What follows belongs to an exercise in optimizing a design on an open flow for small area and a short achievable clock period; a production flow would make more cautious choices. Function was checked by simulation only, so behaviour that the tests miss may differ from the original. Power is estimated from default activity; no workload was simulated.

`flow/margin.txt`:
```
15
```
`standard.sh`:
```
#!/bin/bash
# synth_recipe.tcl (not shown) runs the flow's synth.tcl, then flattens the netlist and writes it again
# the make line also repeats each setting of config.mk as NAME=value (left out here)
make -C /OpenROAD-flow-scripts/flow DESIGN_CONFIG=/design/flow/config.mk WORK_HOME=/design/flow/orfs CLKGATE_MAP_FILE= SYNTH_SCRIPT=/design/flow/synth_recipe.tcl "${@:-finish}"
```
`design.v`:
```
module acc_convert (
    input             clk,
    input             rst,
    input             in_valid,
    input      [1:0]  op,
    input             sat,
    input      [5:0]  sh,
    input      [71:0] acc_in,
    input      [31:0] d_in,
    output reg        out_valid,
    output     [31:0] d_out,
    output     [71:0] acc_out,
    output            flag_v,
    output            flag_av
);
    integer i, l;
    wire        neg = acc_in[71];
    reg  [71:0] low_or;
    always @* begin
        low_or = {acc_in[70:0], 1'b0};
        for (l = 0; l < 7; l = l + 1)
            for (i = 0; i < 72; i = i + 1)
                if (((i >> l) & 1) == 1)
                    low_or[i] = low_or[i] | low_or[((i >> l) << l) - 1];
    end
    wire [71:0] mag = acc_in ^ ({72{neg}} & low_or);
    wire [5:0]   sh_m33 = sh - 6'd33;
    wire [71:0]  sent   = sh[5] & (sh != 6'd32) ? (72'd1 << sh_m33) : 72'd0;
    wire [127:0] lz_in  = {56'd0, (acc_in ^ {72{neg}}) | sent};
    wire [63:0] v1;  wire [63:0]  p1;
    wire [31:0] v2;  wire [63:0]  p2;
    wire [15:0] v3;  wire [47:0]  p3;
    wire [7:0]  v4;  wire [31:0]  p4;
    wire [3:0]  v5;  wire [19:0]  p5;
    wire [1:0]  v6;  wire [11:0]  p6;
    wire [6:0]  p;
    genvar g;
    generate
        for (g = 0; g < 64; g = g + 1) begin : l1
            assign v1[g] = lz_in[2*g+1] | lz_in[2*g];
            assign p1[g] = lz_in[2*g+1];
        end
        for (g = 0; g < 32; g = g + 1) begin : l2
            assign v2[g] = v1[2*g+1] | v1[2*g];
            assign p2[2*g+1:2*g] = v1[2*g+1] ? {1'b1, p1[2*g+1]} : {1'b0, p1[2*g]};
        end
        for (g = 0; g < 16; g = g + 1) begin : l3
            assign v3[g] = v2[2*g+1] | v2[2*g];
            assign p3[3*g+2:3*g] = v2[2*g+1] ? {1'b1, p2[4*g+3:4*g+2]} : {1'b0, p2[4*g+1:4*g]};
        end
        for (g = 0; g < 8; g = g + 1) begin : l4
            assign v4[g] = v3[2*g+1] | v3[2*g];
            assign p4[4*g+3:4*g] = v3[2*g+1] ? {1'b1, p3[6*g+5:6*g+3]} : {1'b0, p3[6*g+2:6*g]};
        end
        for (g = 0; g < 4; g = g + 1) begin : l5
            assign v5[g] = v4[2*g+1] | v4[2*g];
            assign p5[5*g+4:5*g] = v4[2*g+1] ? {1'b1, p4[8*g+7:8*g+4]} : {1'b0, p4[8*g+3:8*g]};
        end
        for (g = 0; g < 2; g = g + 1) begin : l6
            assign v6[g] = v5[2*g+1] | v5[2*g];
            assign p6[6*g+5:6*g] = v5[2*g+1] ? {1'b1, p5[10*g+9:10*g+5]} : {1'b0, p5[10*g+4:10*g]};
        end
    endgenerate
    assign p = v6[1] ? {1'b1, p6[11:6]} : {1'b0, p6[5:0]};
    wire [6:0]  amt = op[0] ? p : ({1'b0, sh} + 7'd22);
    wire [94:0] x0 = {mag, 23'd0};
    wire [95:0] x6 = amt[6] ? {65'd0, x0[94:64]} : {1'b0, x0};
    wire [63:0] x5 = amt[5] ? x6[95:32] : x6[63:0];
    wire [47:0] x4 = amt[4] ? x5[63:16] : x5[47:0];
    wire [39:0] x3 = amt[3] ? x4[47:8]  : x4[39:0];
    wire [35:0] x2 = amt[2] ? x3[39:4]  : x3[35:0];
    wire [33:0] x1 = amt[1] ? x2[35:2]  : x2[33:0];
    wire [32:0] R  = amt[0] ? x1[33:1]  : x1[32:0];
    wire [31:0] rr  = (R[32:1] ^ {32{neg}}) + {31'd0, R[0] ^ neg};
    wire signed [7:0] D = $signed({1'b0, p}) - $signed({2'b00, sh});
    wire ovf_pos = (D >= 8'sd31) || ((D == 8'sd30) && (&R[30:1]) && R[0]);
    wire ovf_neg = (D >= 8'sd32) || ((D == 8'sd31) && (~R[32] || (|R[31:1]) || R[0]));
    wire mva_v   = sat & (neg ? ovf_neg : ovf_pos);
    wire [31:0] mva_d = mva_v ? {neg, {31{~neg}}} : rr;
    wire signed [7:0] e  = $signed({1'b0, p}) + 8'sd1 - $signed({2'b00, sh});
    wire signed [7:0] e1 = $signed({1'b0, p}) + 8'sd2 - $signed({2'b00, sh});
    wire        zc       = R[24];                  
    wire        e31      = (e == 8'sd31);
    wire        pk_sat   = (e > 8'sd31) | (zc & e31);
    wire        pk_zero  = ~|R[24:0];
    wire        pk_up    = ~neg & rr[23];          
    wire        inc_e    = zc | (pk_up & ~e31);
    wire [23:0] pk_m     = zc    ? 24'hC00000 :
                           pk_up ? {2'b01, {22{e31}}} : rr[23:0];
    wire [5:0]  pk_e     = inc_e ? e1[5:0] : e[5:0];
    wire [31:0] pk_d     = pk_zero ? 32'd0 :
                           pk_sat  ? (neg ? 32'h1F800001 : 32'h1F7FFFFF) :
                                     {2'b00, pk_e, pk_m};
    wire        pk_v     = pk_sat | (pk_up & e31);
    wire [23:0] mant  = d_in[23:0];
    wire        mneg  = d_in[23];
    wire signed [7:0] t = $signed({{2{d_in[29]}}, d_in[29:24]}) - 8'sd23 + $signed({2'b00, sh});
    wire        tneg  = t[7];
    wire        tlo   = (t < -8'sd25);
    wire [6:0]  k     = tlo ? 7'd0 : t[6:0] + 7'd25;
    wire [4:0]  um1   = tlo ? 5'd24 : ~t[4:0];
    reg  [25:0] therm;                     
    always @*
        for (i = 0; i < 26; i = i + 1)
            therm[i] = tneg && (i < um1);
    wire        cin   = tneg & ~mneg;
    wire [26:0] gsum  = {{2{mneg}}, mant, 1'b1} + {therm, cin};
    wire [25:0] G     = gsum[26:1];
    wire [22:0] mx    = mant[22:0] ^ {23{mneg}};
    reg         up_ovf;
    always @* begin
        up_ovf = 1'b0;
        for (i = 0; i < 23; i = i + 1)
            if (mx[i] && (t >= 71 - i))
                up_ovf = 1'b1;
    end
    reg [33:0] X;
    reg        is_d;
    always @(posedge clk) begin
        if (rst)
            out_valid <= 1'b0;
        else
            out_valid <= in_valid;
        is_d <= ~op[1];
        case (op)
            2'd0:    X <= {1'b0, mva_v, mva_d};
            2'd1:    X <= {1'b0, pk_v,  pk_d};
            2'd2:    X <= {k[6], up_ovf, k[5:0], G};
            default: X <= 34'd0;
        endcase
    end
    assign d_out   = is_d ? X[31:0] : 32'd0;
    assign flag_v  = is_d & X[32];
    assign flag_av = ~is_d & X[32];
    wire [25:0]  qG  = X[25:0];
    wire [6:0]   qk  = {X[33], X[31:26]};
    wire         qn  = qG[25];
    wire [127:0] P   = {{102{qn}}, qG} << qk;
    wire [71:0]  up_r = P[96:25];
    assign acc_out = is_d ? 72'd0 :
                     X[32] ? {qn, {71{~qn}}} : up_r;
endmodule
```
`flow/run.sh`:
```
#!/bin/bash
# Standard synthesis, then the standard layout steps with a larger setup
# slack margin, so that timing repair works towards a shorter achieved
# period.  Each step's full output goes to a log file in this folder.
set -euo pipefail
MARGIN=$(cat flow/margin.txt)
bash standard.sh synth > synth.log 2>&1
bash standard.sh SETUP_SLACK_MARGIN=$MARGIN finish > layout.log 2>&1
```
`constraint.sdc`:
```
create_clock -name core_clock -period 25.0 [get_ports {clk}]
set_input_delay 5.0000 -clock core_clock [delete_from_list [all_inputs] [get_ports {clk}]]
set_output_delay 5.0000 -clock core_clock [all_outputs]
set_load 0.01 [all_outputs]
```
`config.mk`:
```
export PLATFORM = sky130hd
export DESIGN_NAME = acc_convert
export DESIGN_NICKNAME = acc_convert
export VERILOG_FILES = /design/flow/design.v
export SDC_FILE = /design/flow/constraint.sdc
export NUM_CORES = 4
export LEC_CHECK = 0
export ABC_AREA = 1
export CAP_MARGIN = 20
export CORE_MARGIN = 2
export CORE_UTILIZATION = 35
export SLEW_MARGIN = 20
```
==> results of run 1 <==
[through the flow]
step | total power [uW] | hold slack (ns) | cell area [um^2] | std cells
after floorplan | 756.5 | 5.071 | 18620 | 3685
after global placement | 1050 | 5.523 | 20750 | 4420
after detailed placement | 1051 | 5.538 | 20750 | 4420
after CTS | 1192 | 5.229 | 22340 | 4514
after global routing | 1427 | 5.252 | 24670 | 4616
final | 1315 | 5.233 | 24670 | 4617
[layout make-up]
cell class / instances / area (um^2) / share of cell area [%]
inverter: 349 / 1418 / 5.745
multi-input combinational: 3115 / 17120 / 69.40
antenna: 1 / 2.502 / 0.01014
clock buffer: 5 / 125.1 / 0.5071
timing repair inverter: 4 / 32.53 / 0.1318
sequential: 36 / 720.7 / 2.921
tap: 688 / 860.8 / 3.489
timing repair buffer: 416 / 4349 / 17.63
clock inverter: 3 / 42.54 / 0.1724
[power breakdown]
part / total, uW / internal (uW) / switching, uW
Clock: 72.8 / 46.9 / 25.9
Combinational: 1150 / 430 / 718
Sequential: 94.5 / 73.4 / 21.1
Total: 1320 / 550 / 765
[layout by cell type (no fill, tap or decap), types with 19 or more instances in the layout]
| cell type | n |
|---|---|
| nand2_1 | 1168 |
| nand3_1 | 525 |
| inv_1 | 293 |
| nor2_1 | 289 |
| o21ai_0 | 200 |
| a21oi_1 | 185 |
| clkdlybuf4s50_1 | 183 |
| buf_4 | 145 |
| nand2_2 | 97 |
| xor2_1 | 75 |
| nor2_2 | 48 |
| nand3_2 | 43 |
| ha_1 | 40 |
| nand2_4 | 38 |
| dfxtp_1 | 36 |
| nor2_4 | 35 |
| xnor2_1 | 35 |
| inv_2 | 33 |
| nand4_1 | 25 |
| nor3_1 | 25 |
| a31oi_1 | 25 |
| o211ai_1 | 23 |
| dlymetal6s2s_1 | 23 |
| buf_6 | 20 |
| o21ai_1 | 19 |
[logic make-up after synthesis]
kind of cell | Yosys count
mux | 17
fa+ha+maj | 69
xor+xnor | 119
flops | 36
compound gates | 539
simple gates | 2358
buf+inv | 547
[sequential cells by signal, indices dropped and copies added, names as in the netlist]
register and count:
is_d 1, out_valid 1, X 34
[repair_timing]
item / 4_1_cts / 5_1_grt
hold endpoints to repair: 0 / 0
hold buffers: 0 / 0
buffers inserted: 76 / 79
gates resized for setup: 219 / 336
pin swaps: 70 / 147
cloned: 10 / 23
endpoints found under the setup margin: 33 / 33
[final timing paths]
check	startpoint	endpoint	slack, ns	cells after the start
max	sh[3]	X[3]	14.84	42
min	in_valid	out_valid	5.23	3
[per-layer routing]
metal  global-route usage [%]  part of all wire, %  vias to the layer above  wire, um
met5                        0                0.017                        -        14
li1                         -                    -                    12500         -
met2                    43.54                   45                     1392     37160
met3                    2.687                  9.1                      263      7545
met1                    36.31                   41                    11530     33610
met4                    10.01                  5.4                        2      4472
==> results.sh, run 1 <==
export IMPL_io_pins=223
export IMPL_yosys_area_share_simple_pct=55.33
export IMPL_drt_wl_total_mm=82.80
export IMPL_rows=84
export IMPL_fmax_mhz=98.47
export IMPL_die_h_um=234.1
export IMPL_maxCapViolCount=0
export IMPL_clk_pin_slew_ns=0.07
export IMPL_grt_use_total_pct=26.74
export IMPL_post_place_ws_ns=12.60
export IMPL_min_path_type="primary input to flip-flop"
export IMPL_die_area_um2=54800
export IMPL_ys_top_cells_by_area="nand2_1 25%, nand3_1 15%, nor2_1 6.8%, inv_1 6.6%, o21ai_0 5.8%"
export IMPL_ys_ff_latch=36
export IMPL_h_tree_depth=2
export IMPL_cpMostUsedCell="buf_4"
export IMPL_nets=4112
export IMPL_synthXorXnorAreaFrac_pct=5.625
export IMPL_slowest_delay_ns=0.39
export IMPL_port_buffers=220
export IMPL_ys_types=61
export IMPL_drt_vias_per_instance=5.563
export IMPL_synthTopCellsByCount="1249 x nand2_1, 557 x nand3_1, 336 x nor2_1"
export IMPL_cts_root_buf="clkbuf_16"
export IMPL_ys_warn_count=1
export IMPL_numCtsBuffers=5
export IMPL_worstSetupPathType="primary input to flip-flop"
export IMPL_grt_pass1_wl_mm=117.6
export IMPL_drc_errors=0
export IMPL_yosys_cell_count_top_type="nand2_1"
export IMPL_initial_core_util_pct=35.33
export IMPL_initialDrtViolationCount=3045
export IMPL_fin_setup_tns_ns=0
export IMPL_yosys_area_top_type="nand2_1"
export IMPL_grt_pass1_vias=21620
export IMPL_grt_antenna_before_repair=2
export IMPL_synth_top_area_share_pct=25.30
export IMPL_die_x_um=234.1
export IMPL_synth_compound_area_share_pct=16.06
export IMPL_cpLargestDelayFamily="buffers and inverters"
export IMPL_period_needed_ns=10.16
export IMPL_slew_viol_final=0
export IMPL_arrival_ns=10.38
export IMPL_cp_buffers_inverters=21
export IMPL_dr_pass1_iters=9
export IMPL_fillers=5524
export IMPL_synth_top_family_by_area="simple AND/OR/NAND/NOR gates"
export IMPL_setup_violations=0
export IMPL_rsz0062_at_grt="true"
export IMPL_cp_start_kind="primary input"
export IMPL_synthFlopType="dfxtp_1"
export IMPL_cts_max_path_buffers=2
export IMPL_core_area_um2=52450
export IMPL_fin_crit_sh_pct=40.62
export IMPL_synthesis_area_um2=18530
export IMPL_relSlewSlack_pct=34.57
export IMPL_cts_sinks=36
export IMPL_grt_overflow_total=0
export IMPL_cp_required_ns=25.22
export IMPL_vias=25690
export IMPL_tightest_slew_ns=0.9802
export IMPL_syn_avg_cell_area_um2=5.029
export IMPL_synth_edf_count=0
export IMPL_slowest_stage="fa_2"
export IMPL_ir_drop_uv=41.32
export IMPL_powerDensity_nw_per_um2=53.31
export IMPL_outcome="complete, no violations"
export IMPL_setup_slack_ns=14.84
export IMPL_grt_max_degree=116
export IMPL_ys_async_sr_fraction_pct=0
export IMPL_muxShareOfSynthArea_pct=0.9183
export IMPL_syn2layout_area_growth_pct=33.16
export IMPL_crit_fanout=9
export IMPL_hpwl_mm=58.12
export IMPL_routedWlPerCell_um=17.93
export IMPL_ant_nets=0
export IMPL_cts_tree="yes"
export IMPL_post_route_util_pct=47.05
export IMPL_syn_nets=3870
export IMPL_p_leak_uw=0.01211
export IMPL_crit_path_end_kind="flip-flop"
export IMPL_hold_viol=0
export IMPL_synthAdderAreaFrac_pct=5.024
export IMPL_syn_inst=3685
export IMPL_ys_seq_area_share_pct=3.889
export IMPL_routabilityCongestion=0.9870
export IMPL_drive_gt1_share_pct=17.06
==> run 2, diff against run 1 <==
==> run.sh (new file) <==
#!/bin/bash
# synth_recipe.tcl (not shown) runs the flow's synth.tcl, then flattens the netlist and writes it again
# the make line also repeats each setting of config.mk as NAME=value (left out here)
make -C /OpenROAD-flow-scripts/flow DESIGN_CONFIG=/design/flow/config.mk WORK_HOME=/design/flow/orfs CLKGATE_MAP_FILE= SYNTH_SCRIPT=/design/flow/synth_recipe.tcl finish
removed: flow/run.sh
removed: flow/margin.txt
removed: standard.sh
==> run 2 against run 1 <==
Combinational power decreased by 15%. Via count fell by 7.2%. Count of clock-buffer cells in the layout unchanged. Synthesized cell count unchanged. Setup slack got worse by 2.2 ns. Final area fell by 16%. Global-route usage down 1.0 points. Wire length is 12% lower. Die area is the same. Total power is 14% lower. Maximum frequency fell by 18%.
==> results.sh, run 2 <==
export IMPL_outcome="complete, no violations"
export IMPL_final_cells=4428
export IMPL_hold_viol=0
export IMPL_grt_antenna_before_repair=1
export IMPL_ys_types=61
export IMPL_die_x_um=234.1
export IMPL_final_cell_mix="1249 x nand2_1, 557 x nand3_1, 336 x nor2_1"
export IMPL_regMostFlops="X"
export IMPL_hold_path_depth=2
export IMPL_grt_use_total_pct=25.69
export IMPL_synthTopCellsByCount="1249 x nand2_1, 557 x nand3_1, 336 x nor2_1"
export IMPL_io_pins=223
export IMPL_hpwl_mm=58.44
export IMPL_rows=84
export IMPL_ys_top_cells_by_area="nand2_1 25%, nand3_1 15%, nor2_1 6.8%, inv_1 6.6%, o21ai_0 5.8%"
export IMPL_syn_inst=3685
export IMPL_cp_start_kind="primary input"
export IMPL_ir_drop_uv=35.10
export IMPL_arrival_ns=12.56
export IMPL_cpMostUsedCell="nand2_1"
export IMPL_vias=23840
export IMPL_ys_warn_count=1
export IMPL_grt_pass1_vias=20630
export IMPL_cp_buffers_inverters=8
export IMPL_crit_path_end_kind="flip-flop"
export IMPL_clk_pin_slew_ns=0.06
export IMPL_ctsHoldBuffers=0
export IMPL_drt_wl_total_mm=73.25
export IMPL_post_place_ws_ns=12.48
export IMPL_post_place_cells=4420
export IMPL_grt_overflow_total=0
export IMPL_tightest_slew_ns=1.008
export IMPL_cts_root_buf="clkbuf_16"
export IMPL_routabilityCongestion=0.9789
export IMPL_core_area_um2=52450
export IMPL_nets=3924
export IMPL_synth_edf_count=0
export IMPL_p_leak_uw=0.01032
export IMPL_ctsResizeCount=0
export IMPL_layout_commonest_cell="nand2_1"
export IMPL_fin_setup_tns_ns=0
export IMPL_synth_top_area_share_pct=25.30
export IMPL_syn_avg_cell_area_um2=5.029
export IMPL_drt_vias_per_instance=5.383
export IMPL_die_h_um=234.1
export IMPL_powerDensity_nw_per_um2=54.13
export IMPL_grt_pass1_wl_mm=113.5
export IMPL_fillers=5994
export IMPL_grt_max_degree=120
export IMPL_yosys_area_top_type="nand2_1"
export IMPL_syn2layout_area_growth_pct=12.25
export IMPL_dr_pass1_iters=6
export IMPL_crit_fanout=29
export IMPL_initial_core_util_pct=35.33
export IMPL_port_buffers=220
export IMPL_numCtsBuffers=5
export IMPL_fin_crit_sh_pct=49.44
export IMPL_cp_depth=36
export IMPL_die_area_um2=54800
export IMPL_cp_required_ns=25.20
export IMPL_synthesis_area_um2=18530
export IMPL_slowest_stage="clkdlybuf4s50_1"
export IMPL_setup_slack_ns=12.64
export IMPL_drc_errors=0
export IMPL_cts_tree="yes"
export IMPL_setup_violations=0
export IMPL_slew_viol_final=0
export IMPL_h_tree_depth=2
export IMPL_ys_seq_area_share_pct=3.889
export IMPL_min_path_type="primary input to flip-flop"
export IMPL_yosys_cell_count_top_type="nand2_1"
export IMPL_fmax_mhz=80.90
export IMPL_synthFlopType="dfxtp_1"
export IMPL_cts_setup_buffers=0
export IMPL_post_route_util_pct=39.66
export IMPL_ys_ff_latch=36
export IMPL_syn_nets=3870
export IMPL_cpLargestDelayFamily="simple AND/OR/NAND/NOR gates"
export IMPL_routedWlPerCell_um=16.54
export IMPL_maxCapViolCount=0
export IMPL_cts_max_path_buffers=2
export IMPL_slowest_delay_ns=0.85
export IMPL_ys_async_sr_fraction_pct=0
export IMPL_worstSetupPathType="primary input to flip-flop"
export IMPL_initialDrtViolationCount=2856
export IMPL_rsz0062_at_grt="false"
export IMPL_largest_register_ffs=34
export IMPL_largestRegisters="X: 34 flops, is_d: 1 flops, out_valid: 1 flops"
export IMPL_drive_gt1_share_pct=5.027
export IMPL_relSlewSlack_pct=32.71
export IMPL_ant_nets=0
export IMPL_cts_sinks=36
export IMPL_period_needed_ns=12.36
export IMPL_diodes=0
run 2: cell types whose count changed in the layout (fill, tap and decap cells not counted), sizes merged, moves of 7 or more:
cell,before,now
buf,190,26
clkbuf,19,5
clkdlybuf4s50,183,219
clkinvlp,7,0
dlymetal6s2s,23,0
nand2,1313,1305
run 2: logic make-up (layout without fill, tap and decap cells):
logic type | Yosys count | count (layout) | share of synthesized area [%]
xor+xnor | 119 | 119 | 5.625
buf+inv | 547 | 602 | 13.15
flops | 36 | 36 | 3.889
simple gates | 2358 | 2358 | 55.33
compound gates | 539 | 539 | 16.06
fa+ha+maj | 69 | 69 | 5.024
mux | 17 | 17 | 0.9183
run 2: power by group:
group	internal [uW]	leakage (uW)	total, uW	switching, uW
combinational	334	0.00995	972	638
sequential	73.5	0.000302	92.7	19.2
clock	36.7	0.0000736	61.3	24.6
total	444	0.0103	1130	681
run 2: routing by layer:
layer / share of wire (%) / vias to the layer above / track usage, %
met5: 0.011 / - / 0
met3: 5.6 / 122 / 1.520
met1: 46 / 10770 / 36.25
met2: 45 / 867 / 41.64
li1: - / 12080 / -
met4: 3.5 / 2 / 8.089
run 2: per-stage QoR:
step	total power, uW	instance area [um^2]	hold WS [ns]
2_1_floorplan	750.4	18530	5.071
3_3_place_gp	1045	20660	5.522
3_5_place_dp	1047	20660	5.529
4_1_cts	1111	20800	5.239
5_1_grt	1242	20800	5.260
6_report	1126	20800	5.238
run 2: cell type report:
class                      instances  area (um^2)  share of cell area (%)
clock buffer                       5        125.1                  0.6015
clock inverter                     3        18.77                 0.09023
inverter                         349         1310                   6.298
multi-input combinational       3102        15370                   73.91
sequential                        36        720.7                   3.465
tap                              688        860.8                   4.139
timing repair buffer             245         2391                   11.50
run 2: path summary, 6_finish.rpt:
| path | endpoint | startpoint | slack, ns |
|---|---|---|---|
| worst max-delay path | X[15] | sh[1] | 12.64 |
| worst min-delay path | out_valid | rst | 5.24 |

[re-timing with driven ports]
The results above use ideal ports. As a check the final layouts listed here were re-extracted and re-timed, cells and wires unchanged.
Step 1 (the two cells are an assumption about what drives the block):
set clk [get_ports {clk}]
set_driving_cell -lib_cell sky130_fd_sc_hd__clkbuf_16 $clk
set_driving_cell -lib_cell sky130_fd_sc_hd__buf_2 [delete_from_list [all_inputs] $clk]
Step 2 also shifts input and output timing later by t, the mid clock arrival at the registers, as if the neighbouring blocks saw the same clock.
Slacks: no drivers / after step 1 / after step 2; pairs: no drivers / after step 1.
run	t, ns	setup slack, ns	hold WS [ns]	latest minus earliest clock arrival (ns)	pins driven straight from the clock port
run 1	0.325	14.844 / 14.820 / 14.496	5.233 / 5.222 / 5.547	0.013 / 0.013	1
run 2	0.325	12.639 / 12.662 / 12.337	5.238 / 5.219 / 5.543	0.004 / 0.003	1
After both steps every run listed still meets setup and hold. For run 1, which loses most, drivers alone change the setup slack by -0.024 ns; drivers and shift together by -0.348 ns.
